This design comes from an exercise in tuning for small area on the open sky130 flow, not from production work. In this exercise RTL edits were held to simulation tests only and were not proved equivalent to the original. Power and IR drop assume default switching activity.

## config.mk

```make
export PLATFORM = sky130hd
export DESIGN_NAME = hb_decim
export DESIGN_NICKNAME = hb_decim
export VERILOG_FILES = /design/flow/design.v
export SDC_FILE = /design/flow/constraint.sdc
export NUM_CORES = 4
export LEC_CHECK = 0
export CAP_MARGIN = 20
export CORE_MARGIN = 2
export CORE_UTILIZATION = 55
export CTS_CLUSTER_DIAMETER = 70
export CTS_CLUSTER_SIZE = 36
export PLACE_DENSITY = 0.75
export SLEW_MARGIN = 20
```

## constraint.sdc

```tcl
create_clock -name core_clock -period 25.0 [get_ports {clk}]
set_input_delay 5.0000 -clock core_clock [delete_from_list [all_inputs] [get_ports {clk}]]
set_output_delay 5.0000 -clock core_clock [all_outputs]
set_load 0.01 [all_outputs]
```

## design.v

```verilog
module hb_stage #(
    parameter integer W = 32,
    parameter integer L = 5,
    parameter integer P = 0
) (
    input  wire         clk,
    input  wire         wr,
    input  wire         wr2,
    input  wire [W-1:0] din,
    output wire [W-1:0] head
);
    reg [W*L-1:0] r;
    assign head = r[W*L-1 -: W];
    generate
        if (L == 1) begin : g1
            always @(posedge clk) r <= wr ? din : head;
        end else if (P == 0) begin : gn
            always @(posedge clk) r <= {r[W*(L-1)-1:0], wr ? din : head};
        end else begin : gp
            always @(posedge clk)
                r <= {r[W*(L-1)-1:W*P], wr2 ? din : r[W*P-1 -: W],
                      r[W*(P-1)-1:0], wr ? din : head};
        end
    endgenerate
endmodule
module hb_decim (
    input  wire        clk,
    input  wire        rst,
    input  wire        in_valid,
    input  wire [31:0] in_data,
    output wire        t2_valid,
    output wire [31:0] t2_data,
    output wire        t3_valid,
    output wire [31:0] t3_data,
    output wire        t4_valid,
    output wire [31:0] t4_data,
    output wire        t5_valid,
    output wire [31:0] t5_data
);
    function integer m_of(input integer s);
        m_of = (s == 0) ? 5 : (s == 1) ? 7 : (s == 2) ? 11 : 19;
    endfunction
    function signed [22:0] coef(input [1:0] s, input [3:0] k);
        begin
            coef = 23'sd0;
            case (s)
                2'd0: case (k)
                    4'd0: coef =  23'sd2338087;
                    4'd1: coef = -23'sd241832;
                    4'd2: coef =  23'sd2887;
                    default: coef = 23'sd0;
                   endcase
                2'd1: case (k)
                    4'd0: coef =  23'sd2447711;
                    4'd1: coef = -23'sd393584;
                    4'd2: coef =  23'sd43147;
                    4'd3: coef = -23'sd349;
                    default: coef = 23'sd0;
                   endcase
                2'd2: case (k)
                    4'd0: coef =  23'sd2554595;
                    4'd1: coef = -23'sd593787;
                    4'd2: coef =  23'sd166659;
                    4'd3: coef = -23'sd33685;
                    4'd4: coef =  23'sd3382;
                    4'd5: coef = -23'sd28;
                    default: coef = 23'sd0;
                   endcase
                default: case (k)
                    4'd0: coef =  23'sd2639330;
                    4'd1: coef = -23'sd801240;
                    4'd2: coef =  23'sd397538;
                    4'd3: coef = -23'sd211800;
                    4'd4: coef =  23'sd109571;
                    4'd5: coef = -23'sd52170;
                    4'd6: coef =  23'sd21749;
                    4'd7: coef = -23'sd7383;
                    4'd8: coef =  23'sd1745;
                    4'd9: coef = -23'sd141;
                    default: coef = 23'sd0;
                   endcase
            endcase
        end
    endfunction
    reg  [31:0] x;           
    reg  [55:0] acc;
    reg  [55:0] p4;          
    reg         busy;        
    reg         pre;         
    reg   [1:0] stg;         
    reg         xp;          
    reg         hi;          
    reg         first;       
    reg   [4:0] kk;          
    reg         wdone;       
    reg   [3:0] tv;          
    reg   [3:0] pend;        
    reg         epend;       
    reg         prereq;      
    wire [31:0] e_head [0:3];
    wire [31:0] o_head [0:3];
    wire  [3:0] e_wr, e_wr2, o_wr;
    wire  [4:0] ea_v [0:3];
    wire  [5:0] cnt_v [0:3];
    wire  [3:0] o_old;
    wire  [3:0] in_s;        
    wire  [3:0] in_even;     
    wire [4:0] m_s   = m_of(stg);
    wire       rlast = (kk == m_s - 1);
    wire       t_end = busy && (xp ? hi : (rlast && hi && pre));
    wire       p_end = busy && !pre && xp && hi;       
    genvar s;
    generate
        for (s = 0; s < 4; s = s + 1) begin : g_st
            localparam integer M = (s == 0) ? 5 : (s == 1) ? 7 : (s == 2) ? 11 : 19;
            localparam integer K = (s == 3) ? (M - 1) / 2 : (M + 1) / 2;
            localparam integer CW = (s == 0) ? 4 : (s == 3) ? 6 : 5;
            localparam integer EW = (s < 2) ? 3 : (s == 2) ? 4 : 5;
            localparam integer OW = (s < 2) ? 2 : (s == 2) ? 3 : 4;
            reg [CW-1:0] cnt;    
            reg [EW-1:0] ea;     
            reg [OW-1:0] oa;     
            wire [CW-1:0] cnt_n = (cnt == 2*M + 2) ? 2*M + 1 : cnt + 1'b1;
            assign in_s[s]    = (s == 0) ? in_valid : (p_end && stg == s - 1);
            assign in_even[s] = in_s[s] && !cnt_n[0];
            assign cnt_v[s]   = cnt;
            assign ea_v[s]    = ea;
            if (s < 3) begin : g_wr
                assign e_wr[s]  = busy && (stg == s) && hi && !xp && (ea == M - 1) && !wdone;
                assign e_wr2[s] = 1'b0;
            end else begin : g_wr4
                assign e_wr[s]  = epend && (ea == M - 1);
                assign e_wr2[s] = epend && (ea == 8);
            end
            assign o_wr[s]  = pend[s] && (oa == K - 1);
            assign o_old[s] = (oa == K - 1);
            always @(posedge clk) begin
                if (rst) begin
                    cnt <= 0;
                    ea  <= M - 1;
                    oa  <= K - 1;
                end else begin
                    if (in_s[s]) cnt <= cnt_n;
                    if (!e_wr[s] && !e_wr2[s]) ea <= (ea == 0) ? M - 1 : ea - 1'b1;
                    if (!o_wr[s]) oa <= (oa == 0) ? K - 1 : oa - 1'b1;
                end
            end
            hb_stage #(.W(32), .L(M), .P(s == 3 ? 10 : 0)) u_e (
                .clk(clk), .wr(e_wr[s]), .wr2(e_wr2[s]), .din(x), .head(e_head[s]));
            hb_stage #(.W(32), .L(K), .P(0)) u_o (
                .clk(clk), .wr(o_wr[s]), .wr2(1'b0), .din(x), .head(o_head[s]));
        end
    endgenerate
    wire  [4:0] ea_s  = ea_v[stg];
    wire  [5:0] cnt_s = cnt_v[stg] + {pre, 1'b0};    
    wire  [4:0] pa    = wdone ? ea_s : ea_s + 1'b1;  
    wire        e_ok  = (cnt_s >= 2 * pa + 1);
    wire        c_ok  = (cnt_s >= m_s + 1);
    wire signed [31:0] opnd = !busy ? 32'sd0 : xp ? x : e_ok ? e_head[stg] : 32'sd0;
    wire  [4:0] t     = xp ? m_s : (m_s > 2 * pa ? m_s - 2 * pa : 2 * pa - m_s);
    wire signed [22:0] c  = coef(stg, t[4:1]);
    wire signed [11:0] ch = hi ? c[22:11] : {1'b0, c[10:0]};
    wire signed [43:0] prod = opnd * ch;
    wire [55:0] term  = hi ? {{1{prod[43]}}, prod, 11'd0} : {{12{prod[43]}}, prod};
    wire        ctr   = busy && !xp && !hi && (kk < (pre ? (m_s - 1) / 2 : (m_s + 1) / 2)) && o_old[stg] && c_ok;
    wire [55:0] cterm = ctr ? {{2{o_head[stg][31]}}, o_head[stg], 22'd0} : 56'd0;
    wire [55:0] acc_in   = !first ? acc : (xp ? p4 : 56'd4194304);
    wire [55:0] acc_next = acc_in + term + cterm;
    function [31:0] sat(input [32:0] v);
        sat = (v[32] != v[31]) ? {v[32], {31{~v[32]}}} : v[31:0];
    endfunction
    always @(posedge clk) begin
        acc <= acc_next;
        if (busy && pre && t_end)
            p4 <= acc_next;
        if (rst) begin
            busy   <= 1'b0;
            pre    <= 1'b0;
            stg    <= 2'd0;
            xp     <= 1'b0;
            hi     <= 1'b0;
            first  <= 1'b0;
            kk     <= 5'd0;
            wdone  <= 1'b0;
            tv     <= 4'd0;
            pend   <= 4'd0;
            epend  <= 1'b0;
            prereq <= 1'b1;
        end else begin
            tv    <= 4'd0;
            first <= 1'b0;
            pend  <= (pend & ~o_wr) | (in_s & ~in_even);
            wdone <= wdone | (|e_wr[2:0]);
            if (e_wr[3] || e_wr2[3]) epend <= 1'b0;
            if (in_s[0])
                x <= in_data;
            if (busy) begin
                if (xp) begin
                    hi <= 1'b1;
                end else if (rlast) begin
                    kk <= 5'd0;
                    hi <= 1'b1;
                    if (hi) begin
                        xp <= 1'b1;
                        hi <= 1'b0;
                    end
                end else begin
                    kk <= kk + 1'b1;
                end
                if (t_end) begin
                    busy <= 1'b0;
                    if (!pre) tv[stg] <= 1'b1;
                end
                if (p_end && stg != 2'd3)
                    x <= sat(acc_next[55:23]);
            end
            if (|in_even) begin
                busy  <= 1'b1;
                pre   <= 1'b0;
                first <= 1'b1;
                kk    <= 5'd0;
                hi    <= 1'b0;
                wdone <= 1'b0;
                xp    <= in_even[3];
                stg   <= in_even[0] ? 2'd0 : in_even[1] ? 2'd1 : in_even[2] ? 2'd2 : 2'd3;
                if (in_even[3]) begin
                    epend  <= 1'b1;
                    prereq <= 1'b1;
                end
            end else if (!busy && prereq && !epend) begin
                busy   <= 1'b1;
                pre    <= 1'b1;
                first  <= 1'b1;
                kk     <= 5'd0;
                hi     <= 1'b0;
                wdone  <= 1'b0;
                xp     <= 1'b0;
                stg    <= 2'd3;
                prereq <= 1'b0;
            end
        end
    end
    assign t2_valid = tv[0];
    assign t3_valid = tv[1];
    assign t4_valid = tv[2];
    assign t5_valid = tv[3];
    assign t2_data = x;
    assign t3_data = x;
    assign t4_data = x;
    assign t5_data = sat(acc[55:23]);
endmodule
```

## flow/run.sh

```bash
#!/bin/bash
# Own flow: the standard layout (standard.sh, unchanged synthesis, floorplan,
# placement, routing), with two settings passed to ORFS's own scripts:
#  - port buffers use the smallest buffer cell (buffer_ports -buffer_cell);
#  - clock tree synthesis clusters up to 36 sinks within 70 um and inserts no
#    dummy loads.
# The full output of the ORFS run goes to standard.log in the work folder;
# ORFS's per-step logs stay under orfs/logs/.
set -euo pipefail
export BUFFER_PORTS_ARGS="-buffer_cell sky130_fd_sc_hd__buf_1"
export CTS_ARGS="-sink_clustering_enable -repair_clock_nets -sink_clustering_size 36 -sink_clustering_max_diameter 70 -dont_use_dummy_load"
bash standard.sh > standard.log 2>&1
```

## standard.sh

```bash
#!/bin/bash
# synth_recipe.tcl (not shown) runs the flow's synth.tcl, then flattens the netlist and writes it again
# the make line also repeats each setting of config.mk as NAME=value (left out here)
make -C /OpenROAD-flow-scripts/flow DESIGN_CONFIG=/design/flow/config.mk WORK_HOME=/design/flow/orfs CLKGATE_MAP_FILE= SYNTH_SCRIPT=/design/flow/synth_recipe.tcl "${@:-finish}"
```

==> flow_metrics.env <==
export IMPL_run_status="no timing/DRC/antenna violations"
export IMPL_fin_nets=6751
export IMPL_startpoint="stg[0]"
export IMPL_synth_yosys_seq_area_share=0.6107
export IMPL_grt_max_degree=69
export IMPL_post_synthesis_register_bit_count=2261
export IMPL_io_pin_count=167
export IMPL_drt_initial_drc_count=3251
export IMPL_cts_root_to_sink_buffers=3
export IMPL_cts_resized=0
export IMPL_area_of_the_mapped_netlist_um2=75560
export IMPL_postCtsSetupRepairBufs=0
export IMPL_cts_tree="built"
export IMPL_cts_htree_levels=3
export IMPL_flop2flop_setup_slack_ps=6950
export IMPL_post_route_min_period_ps=18050
export IMPL_critPathArrivalTime_ps=18450
export IMPL_pwr_share_seq=0.561
export IMPL_finalSetupTns_ps=0
export IMPL_count_of_endpoints_failing_hold_in_the_final_timing_report=0
export IMPL_layout_drive_gt1_share=0.08632
export IMPL_yosysUniqueCellTypes=86
export IMPL_clk_pin_slew_worst_paths_ps=100
export IMPL_synth_commonest_cells="2173 x dfxtp_1, 589 x inv_1, 520 x nand2_1"
export IMPL_max_freq_ghz=0.05541
export IMPL_groute_usage_overall=0.2359
export IMPL_setup_violations=0
export IMPL_areaGrowthSynthToFinish_pct=5.597
export IMPL_postRouteAntennaNets=0
export IMPL_worstReg2RegEnd="x[8]"
export IMPL_routed_via_density=5.360
export IMPL_final_period_util=0.7219
export IMPL_cts_made_buffers=92
export IMPL_syn_avg_cell_area_um2=12.35
export IMPL_multi_input_comb_area_um2=25690
export IMPL_post_cts_hold_buffer_count=0
export IMPL_final_area_um2=79790
export IMPL_worstPathMaxFanout=41
export IMPL_synthesis_nets=6763
export IMPL_final_fill_count=10860
export IMPL_worstHoldPathType="reg2reg"
export IMPL_swShare=0.2986
export IMPL_r2r_cells=58
export IMPL_grt_overflow=0
export IMPL_tightest_slew_ps=1189
export IMPL_synth_enable_flop_cells=88
export IMPL_clock_root_buffer="clkbuf_16"
export IMPL_setup_ws_ps=6953
export IMPL_synth_ff_type="dfxtp_1"
export IMPL_chipHeight_um=374.7
export IMPL_place_detailed_hpwl_um=118300
export IMPL_postSynthCellCount=6119
export IMPL_timing_critical_path_mode_cell="fa_1"
export IMPL_timing_max_cap_violations=0
export IMPL_portBuffers=166
export IMPL_synthTopCellsByArea="dfxtp_1 58%, fa_1 9.9%, mux2_2 4.4%, ha_1 3.9%, edfxtp_1 3.5%"
export IMPL_placementRows=136
export IMPL_clkSinkCount=2261
export IMPL_start_util=0.5516
export IMPL_yosys_area_top_type="dfxtp_1"
export IMPL_critPathMaxStageDelay_ps=830
export IMPL_slew_viol_final=0
export IMPL_detailedPlace_worstSlack_ps=6490
export IMPL_firstDrtPassIters=8
export IMPL_detailed_place_area_um2=77470
export IMPL_timing_critical_path_slowest_stage_cell="ha_2"
export IMPL_timing_critical_path_to_type="flip-flop"
export IMPL_p_leak_nw=33.64
export IMPL_floorplan_die_area_um2=140400
export IMPL_yosys_cell_count_top_type="dfxtp_1"
export IMPL_crit_reg2reg_launch="stg[0]"
export IMPL_dp_cell_count=7806
export IMPL_route_detailed_drc=0
export IMPL_comb_power_share=0.194
export IMPL_insertion_delay_ps=760
export IMPL_fin_worst_skew_ps=114.9
export IMPL_register_area_um2=46150
export IMPL_maxSlewHeadroom=0.1991
export IMPL_die_width_um=374.7
export IMPL_worstSetupStartpointType="flip-flop"
export IMPL_synthesis_yosys_warnings=9
export IMPL_clock_power_share=0.245
export IMPL_grt_pass1_vias=42240
export IMPL_finalWirelength_um=166500
export IMPL_antenna_violations_before_repair=5
export IMPL_synthArstFlopShare=0
export IMPL_synth_top_area_share=0.5757
export IMPL_rsz0062_at_grt="no"
export IMPL_worst_ep_required_time_ps=25400
export IMPL_grt_first_pass_wirelength_um=253000
export IMPL_gp_routability_congestion=0.9651
export IMPL_total_vias_in_the_final_route=42350
export IMPL_fp_coreArea_um2=137000
export IMPL_final_instance_count_excl_fill=7901
export IMPL_critical_path_class="reg2reg"
export IMPL_avgRoutedWirePerCell_um=21.07
export IMPL_worst_setup_path_endpoint="x[8]"
export IMPL_p_sw_mw=2.030
export IMPL_power_report_internal_total_mw=4.768
export IMPL_power_density_nw_per_um2=85.20
export IMPL_ir_drop_uv=88.29
## routing by layer
metal | wire (um) | vias up | GRT usage
li1 | - | 19760 | -
met1 | 75970 | 20960 | 0.3376
met2 | 73200 | 1375 | 0.3636
met3 | 12160 | 252 | 0.04237
met4 | 5135 | 2 | 0.07791
met5 | 13 | - | 0
## logic make-up after synthesis
family / count (synthesis) / synth area share
muxes: 363 / 0.05319
AOI/OAI and AO/OA: 801 / 0.07167
DFF: 2261 / 0.6107
xor gates and xnor gates: 122 / 0.01414
buffers and inverters: 938 / 0.05092
adders and majority gates: 609 / 0.1381
and+or+nand+nor: 1025 / 0.06132
## power groups by stage
stage / Sequential [mW] / Combinational, mW / Clock [mW]
final: 3.82 / 1.32 / 1.66
after global routing: 3.83 / 1.39 / 1.82
after CTS: 3.82 / 1.28 / 1.70
after detailed placement: 3.90 / 1.28 / 0
after global placement: 3.89 / 1.28 / 0
after floorplan: 3.88 / 0.865 / 0
## state kept, by name, indices dropped and copies added (netlist names), 11 cells and up
name and flops:
acc 56, g_st.cnt 20, g_st.ea 15, g_st.oa 11, g_st.u_e.r 1344, g_st.u_o.r 704, p4 56, x 32
## layout by cell type (no fill, tap or decap), types with 13 or more instances in the layout
| cell type | instances |
|---|---|
| dfxtp_1 | 2171 |
| inv_1 | 588 |
| nand2_1 | 515 |
| fa_1 | 375 |
| mux2_2 | 298 |
| ha_1 | 229 |
| a21oi_1 | 211 |
| o21ai_0 | 189 |
| buf_1 | 165 |
| nor2_1 | 162 |
| clkbuf_16 | 92 |
| edfxtp_1 | 88 |
| xnor2_1 | 74 |
| buf_4 | 74 |
| a222oi_1 | 72 |
| nor2b_1 | 71 |
| mux2i_1 | 64 |
| nand3_1 | 54 |
| and2_1 | 53 |
| nor3_1 | 49 |
| a21o_1 | 48 |
| xor2_1 | 48 |
| a211oi_1 | 39 |
| a22o_1 | 32 |
| nand4_1 | 31 |
| a2bb2oi_1 | 27 |
| nand2b_1 | 22 |
| o21a_1 | 17 |
| o21bai_1 | 17 |
| a31oi_1 | 16 |
| a22oi_1 | 13 |
## worst max-delay path: cells and delay by family, from the launching register on
kind	cells	cell delay [ps]
xor gates and xnor gates	3	630
adders and majority gates	12	6110
and+or+nand+nor	12	2930
AOI/OAI and AO/OA	21	5350
buffers and inverters	8	1790
DFF	1	500
muxes	2	430
## cell type report
| type | instances | area share |
|---|---|---|
| tap | 1794 | 0.02813 |
| multi-input combinational | 2920 | 0.3219 |
| antenna | 2 | 0.00006272 |
| sequential | 2261 | 0.5783 |
| inverter | 591 | 0.02780 |
| timing repair buffer | 241 | 0.01488 |
| clock buffer | 92 | 0.02885 |
## worst min-delay path by stage
stage	start	endpoint	slack, ps	depth (start not counted)
global placement	g_st[3].u_o.r[231]	g_st[3].u_o.r[263]	310	0
floorplan	g_st[0].u_e.r[68]	g_st[0].u_e.r[100]	310	0
CTS	g_st[0].u_o.r[2]	g_st[0].u_o.r[34]	220	0
finish	g_st[0].u_o.r[2]	g_st[0].u_o.r[34]	230	0
global route	g_st[0].u_o.r[2]	g_st[0].u_o.r[34]	220	0
detailed placement	g_st[1].u_o.r[64]	g_st[1].u_o.r[96]	310	0
## per-stage QoR
stage / hold slack (ps) / power [mW] / utilization
5_1_grt: 215.9 / 7.041 / 0.5825
3_3_place_gp: 309.7 / 5.168 / 0.5655
6_report: 230.1 / 6.798 / 0.5825
3_5_place_dp: 312.1 / 5.174 / 0.5655
4_1_cts: 222.6 / 6.795 / 0.5824
2_1_floorplan: 309.6 / 4.740 / -

## port drivers added, routing unchanged
The flow's constraints put no driver on any port. The routed layout listed below was extracted and timed again, unchanged, in two steps. Step 1: set_driving_cell puts a clkbuf_16 on clk and a buf_2 on each other input, an assumption about the parent block. Step 2 times the ports against the registers' clock, not the clock port: input delays grow and output delays shrink by t, the midpoint of the rising clock arrivals with the driver on. Three values: no drivers, after step 1, after step 2; two values: the first two.
t (ns): 0.776
setup WS [ns]: 6.953 / 6.953 / 6.953
worst setup path after step 2: register to register
slew at the worst register clock pin (ns): 0.12 / 0.12
After both steps setup and hold are still met in this run. For this run, drivers alone change the setup slack by 0.000 ns; drivers and shift together by 0.000 ns.
